From an optimization exercise on the open Yosys and OpenROAD flow, aimed at small area, a short achievable clock period and few clock cycles; shortcuts taken in it are not production practice. Power figures rest on the tool's default switching activity, not on a simulated workload.

Setup of run P:
==> flow/design.v <==
module pred_expand (
    input  wire        clk,
    input  wire        rst,
    input  wire        cmd_valid,
    output wire        cmd_ready,
    input  wire [14:0] cmd_size,
    input  wire        in_valid,
    output wire        in_ready,
    input  wire [7:0]  in_data,
    input  wire        in_last,
    output wire        out_valid,
    input  wire        out_ready,
    output wire [7:0]  out_data,
    output wire        done_valid,
    output wire        done_err
);
    reg st_idle, st_hdr, st_res, st_zero, st_end, st_done;
    reg [14:0] remain;       
    reg [5:0]  opos;         
    reg        emit_d;
    reg [2:0]  pred;
    reg [2:0]  k;
    reg        c;
    reg        seen_last;
    reg        err;
    reg [31:0] bbuf;         
    reg [4:0]  rp;           
    reg [1:0]  wp;           
    reg [5:0]  bcnt;         
    reg        t_valid;
    reg [8:0]  t_u;
    reg        o_valid;
    reg [7:0]  o_data;
    reg [7:0]  hist [1:7];
    wire o_free  = !o_valid || out_ready;
    wire x_take  = t_valid && o_free;
    wire t_free  = !t_valid || o_free;
    wire active  = st_hdr || st_res || st_zero;
    assign in_ready = !seen_last && ((active && bcnt <= 6'd24) || st_end);
    wire in_fire = in_valid && in_ready;
    wire [31:0] r1 = rp[0] ? {bbuf[0],    bbuf[31:1]}  : bbuf;
    wire [31:0] r2 = rp[1] ? {r1[1:0],    r1[31:2]}    : r1;
    wire [31:0] r3 = rp[2] ? {r2[3:0],    r2[31:4]}    : r2;
    wire [31:0] r4 = rp[3] ? {r3[7:0],    r3[31:8]}    : r3;
    wire [23:0] w  = rp[4] ? {r4[7:0],    r4[31:16]}   : r4[23:0];
    wire [15:0] nz  = ~w[15:0];
    wire        a8  = |nz[7:0];
    wire [7:0]  h8  = a8 ? nz[7:0] : nz[15:8];
    wire        a4  = |h8[3:0];
    wire [3:0]  h4  = a4 ? h8[3:0] : h8[7:4];
    wire        a2  = |h4[1:0];
    wire [1:0]  h2  = a2 ? h4[1:0] : h4[3:2];
    wire [3:0]  z   = {!a8, !a4, !a2, !h2[0]};
    wire        esc = ~|nz;
    reg  [15:0] zoh;
    reg  [15:0] ones;        
    reg  [6:0]  fw;          
    integer i, j;
    always @(*) begin
        ones[0] = w[0];
        for (j = 1; j < 16; j = j + 1)
            ones[j] = ones[j-1] & w[j];
        zoh[0] = nz[0];
        for (j = 1; j < 16; j = j + 1)
            zoh[j] = nz[j] & ones[j-1];
        for (i = 0; i < 7; i = i + 1) begin
            fw[i] = 1'b0;
            for (j = 0; j < 16; j = j + 1)
                fw[i] = fw[i] | (zoh[j] & w[j + 1 + i]);
        end
    end
    reg  [8:0]  u_n;
    always @(*) begin
        for (i = 0; i < 9; i = i + 1)
            u_n[i] = (i < k) ? fw[i] : (i - k < 4) ? z[i - k] : 1'b0;
    end
    wire [7:0]  u_e    = w[23:16];
    wire [8:0]  u9     = esc ? {1'b0, u_e} : u_n;
    reg  [23:0] bthermo;     
    always @(*) begin
        for (j = 0; j < 24; j = j + 1)
            bthermo[j] = (bcnt > j[5:0]);
    end
    wire [6:0]  bck1   = {1'b0, bcnt} - 7'd1 - {4'd0, k};
    wire        have_n = !esc && !bck1[6] && ({2'b0, z} <= bck1[5:0]);
    wire        have_e = bthermo[23];
    wire        have_r = have_n || (esc && have_e);
    wire        grow   = esc ? ({3'd0, u_e} >= (11'd2 << k)) : (z >= 4'd2);
    wire        shrink = (k != 3'd0) &&
                         (esc ? ({3'd0, u_e} < (11'd1 << (k - 3'd1))) : (z == 4'd0 && !w[k]));
    wire [2:0]  k_next = grow  ? ((k == 3'd7) ? 3'd7 : k + 3'd1) :
                         (shrink && c) ? k - 3'd1 : k;
    wire        c_next = shrink && !c && !grow;
    wire        hdr_zero = (w[2:0] == 3'd7);
    wire        have_h   = hdr_zero ? bthermo[2] : bthermo[5];
    wire act_hdr = st_hdr  && t_free;
    wire act_res = st_res  && t_free;
    wire act_zer = st_zero && t_free;
    wire take_h  = act_hdr && have_h;
    wire take_r  = act_res && have_r;
    wire starved = ((act_hdr && !have_h) || (act_res && !have_r)) && seen_last;
    wire emit    = take_r || act_zer;
    wire last_job    = emit_d ? (remain == 15'd2) : (remain == 15'd1);
    wire last_stripe = emit_d ? (opos == 6'd62)   : (opos == 6'd63);
    wire [4:0] rpk    = rp + 5'd1 + {2'd0, k};
    wire [4:0] rz3    = z[3] ? rpk + 5'd8 : rpk;
    wire [4:0] rz2    = z[2] ? rz3 + 5'd4 : rz3;
    wire [4:0] rz1    = z[1] ? rz2 + 5'd2 : rz2;
    wire [4:0] rz0    = z[0] ? rz1 + 5'd1 : rz1;
    wire [4:0] rp_res = esc ? {rp[4:3] + 2'd3, rp[2:0]} : rz0;
    wire [4:0] rp_hdr = rp + (hdr_zero ? 5'd3 : 5'd6);
    wire [5:0] bc_in  = bcnt + {in_fire, 3'd0};
    wire [5:0] bck    = bc_in - 6'd1 - {3'd0, k};
    wire [5:0] bz3    = z[3] ? bck - 6'd8 : bck;
    wire [5:0] bz2    = z[2] ? bz3 - 6'd4 : bz3;
    wire [5:0] bz1    = z[1] ? bz2 - 6'd2 : bz2;
    wire [5:0] bz0    = z[0] ? bz1 - 6'd1 : bz1;
    wire [5:0] bc_res = esc ? bc_in - 6'd24 : bz0;
    wire [5:0] bc_hdr = bc_in - (hdr_zero ? 6'd3 : 6'd6);
    wire [5:0] bc_dec = take_r ? bc_res : take_h ? bc_hdr : bc_in;
    reg [7:0] p;
    always @(*) begin
        case (pred)
            3'd0:    p = o_data;
            3'd1:    p = hist[1];
            3'd2:    p = hist[3];
            3'd3:    p = hist[7];
            3'd4:    p = {o_data[6:0], 1'b0} - hist[1];
            default: p = 8'd0;
        endcase
    end
    wire [7:0] r = t_u[8:1] ^ {8{t_u[0]}};
    reg  [7:0] x;
    always @(*) begin
        case (pred)
            3'd5:    x = t_u[7:0] ^ hist[7];
            3'd7:    x = 8'd0;
            default: x = p + r;
        endcase
    end
    assign out_valid  = o_valid;
    assign out_data   = o_data;
    assign cmd_ready  = st_idle;
    assign done_valid = st_done;
    assign done_err   = err;
    integer n;
    always @(posedge clk) begin
        if (in_fire) begin
            case (wp)
                2'd0: bbuf[7:0]   <= in_data;
                2'd1: bbuf[15:8]  <= in_data;
                2'd2: bbuf[23:16] <= in_data;
                default: bbuf[31:24] <= in_data;
            endcase
        end
        if (t_free) t_u <= u9;
        if (x_take) begin
            o_data  <= x;
            hist[1] <= o_data;
            for (n = 2; n < 8; n = n + 1) hist[n] <= hist[n-1];
        end
        if (rst) begin
            st_idle   <= 1'b1;
            st_hdr    <= 1'b0;
            st_res    <= 1'b0;
            st_zero   <= 1'b0;
            st_end    <= 1'b0;
            st_done   <= 1'b0;
            pred      <= 3'd0;
            k         <= 3'd0;
            c         <= 1'b0;
            t_valid   <= 1'b0;
            o_valid   <= 1'b0;
        end else begin
            if (take_r)      rp <= rp_res;
            else if (take_h) rp <= rp_hdr;
            wp   <= wp + {1'b0, in_fire};
            bcnt <= bc_dec;
            if (in_fire && in_last) seen_last <= 1'b1;
            if (emit)        t_valid <= 1'b1;
            else if (x_take) t_valid <= 1'b0;
            if (x_take)         o_valid <= 1'b1;
            else if (out_ready) o_valid <= 1'b0;
            if (take_h) begin
                pred <= w[2:0];
                k    <= w[5:3];
                c    <= 1'b0;
            end
            if (take_r) begin
                k <= k_next;
                c <= c_next;
            end
            emit_d <= emit;
            if (emit_d) begin
                remain <= remain - 15'd1;
                opos   <= opos + 6'd1;
            end
            if (st_idle && cmd_valid) begin
                st_idle <= 1'b0;
                st_hdr  <= 1'b1;
                remain  <= cmd_size;
            end
            if (take_h) begin
                st_hdr  <= 1'b0;
                st_zero <= hdr_zero;
                st_res  <= !hdr_zero;
            end
            if (emit && (last_job || last_stripe)) begin
                st_res  <= 1'b0;
                st_zero <= 1'b0;
                st_end  <= last_job;
                st_hdr  <= !last_job;
            end
            if (starved) begin
                err     <= 1'b1;
                st_hdr  <= 1'b0;
                st_res  <= 1'b0;
                st_end  <= 1'b1;
            end
            if (st_end && seen_last && !t_valid && o_free) begin
                st_end  <= 1'b0;
                st_done <= 1'b1;
            end
            if (st_done) begin
                st_done <= 1'b0;
                st_idle <= 1'b1;
            end
        end
        if (rst || st_idle) begin
            opos      <= 6'd0;
            emit_d    <= 1'b0;
            rp        <= 5'd0;
            wp        <= 2'd0;
            bcnt      <= 6'd0;
            seen_last <= 1'b0;
            err       <= 1'b0;
            o_data    <= 8'd0;
            for (n = 1; n < 8; n = n + 1) hist[n] <= 8'd0;
        end
    end
endmodule
==> flow/config.mk <==
export PLATFORM = sky130hd
export DESIGN_NAME = pred_expand
export DESIGN_NICKNAME = pred_expand
export VERILOG_FILES = /design/flow/design.v
export SDC_FILE = /design/flow/constraint.sdc
export NUM_CORES = 4
export LEC_CHECK = 0
export ABC_AREA = 1
export CAP_MARGIN = 20
export CORE_MARGIN = 2
export CORE_UTILIZATION = 40
export PLACE_DENSITY = 0.6
export SETUP_SLACK_MARGIN = 2.25
export SLEW_MARGIN = 20
==> flow/constraint.sdc <==
create_clock -name core_clock -period 6.5 [get_ports {clk}]
set_input_delay 1.3000 -clock core_clock [delete_from_list [all_inputs] [get_ports {clk}]]
set_output_delay 1.3000 -clock core_clock [all_outputs]
set_load 0.01 [all_outputs]
run.sh (not shown) runs the stock make flow with config.mk's settings and CLKGATE_MAP_FILE= SYNTH_SCRIPT=/design/flow/synth_recipe.tcl, a recipe that flattens the netlist after the stock synthesis.
Input changes introduced in run E (baseline for comparison: run P):
# run P
export LEC_CHECK = 0
export ABC_AREA = 1
export CAP_MARGIN = 20
export CORE_MARGIN = 2
export CORE_UTILIZATION = 40
export PLACE_DENSITY = 0.6
export SETUP_SLACK_MARGIN = 2.25
export SLEW_MARGIN = 20
create_clock -name core_clock -period 6.5 [get_ports {clk}]
# run E
export LEC_CHECK = 0
export ABC_AREA = 1
export CAP_MARGIN = 20
export CORE_MARGIN = 2
export CORE_UTILIZATION = 40
export PLACE_DENSITY = 0.6
export SETUP_SLACK_MARGIN = 2.5
export SLEW_MARGIN = 20
create_clock -name core_clock -period 6.5 [get_ports {clk}]
## What came out
Run E finished end to end and its layout was clean on timing, DRC and antenna.
Power: run E draws more than run P
Run P -> run E: global-route met3 utilization flat
Delta (run E minus run P): final area moved up, met1 capacity usage during global routing level, final-layout non-clock buffer area share moved up, global-route total usage across every layer moved up.
Between run P and run E, non-clock buffer count increased.
Function was not checked in any run of this note: the RTL went through the layout flow alone.

afterwards: timing with drivers on the ports:
The flow's constraints put no driver on any port. The routed layouts listed below were extracted and timed again, unchanged, in two steps. Step 1 (the two cells are an assumption about what drives the block):
set clk [get_ports {clk}]
set_driving_cell -lib_cell sky130_fd_sc_hd__clkbuf_16 $clk
set_driving_cell -lib_cell sky130_fd_sc_hd__buf_2 [delete_from_list [all_inputs] $clk]
Step 2 also shifts input and output timing later by t, the mid clock arrival at the registers, as if the neighbouring blocks saw the same clock. Slacks: no drivers / after step 1 / after step 2; pairs: no drivers / after step 1.
run	t (ns)	slack for setup (ns)	worst setup path at the end	clock arrival spread, ns	slew at the worst register clock pin (ns)
run P	0.481	2.449 / 2.449 / 2.048	input to register	0.010 / 0.010	0.07 / 0.07
run E	0.483	2.629 / 2.629 / 2.188	input to register	0.011 / 0.011	0.07 / 0.07
After both steps every run listed still meets setup and hold. The setup slack of run E, which loses most, moves by 0.000 ns with the drivers and by -0.441 ns with both steps.
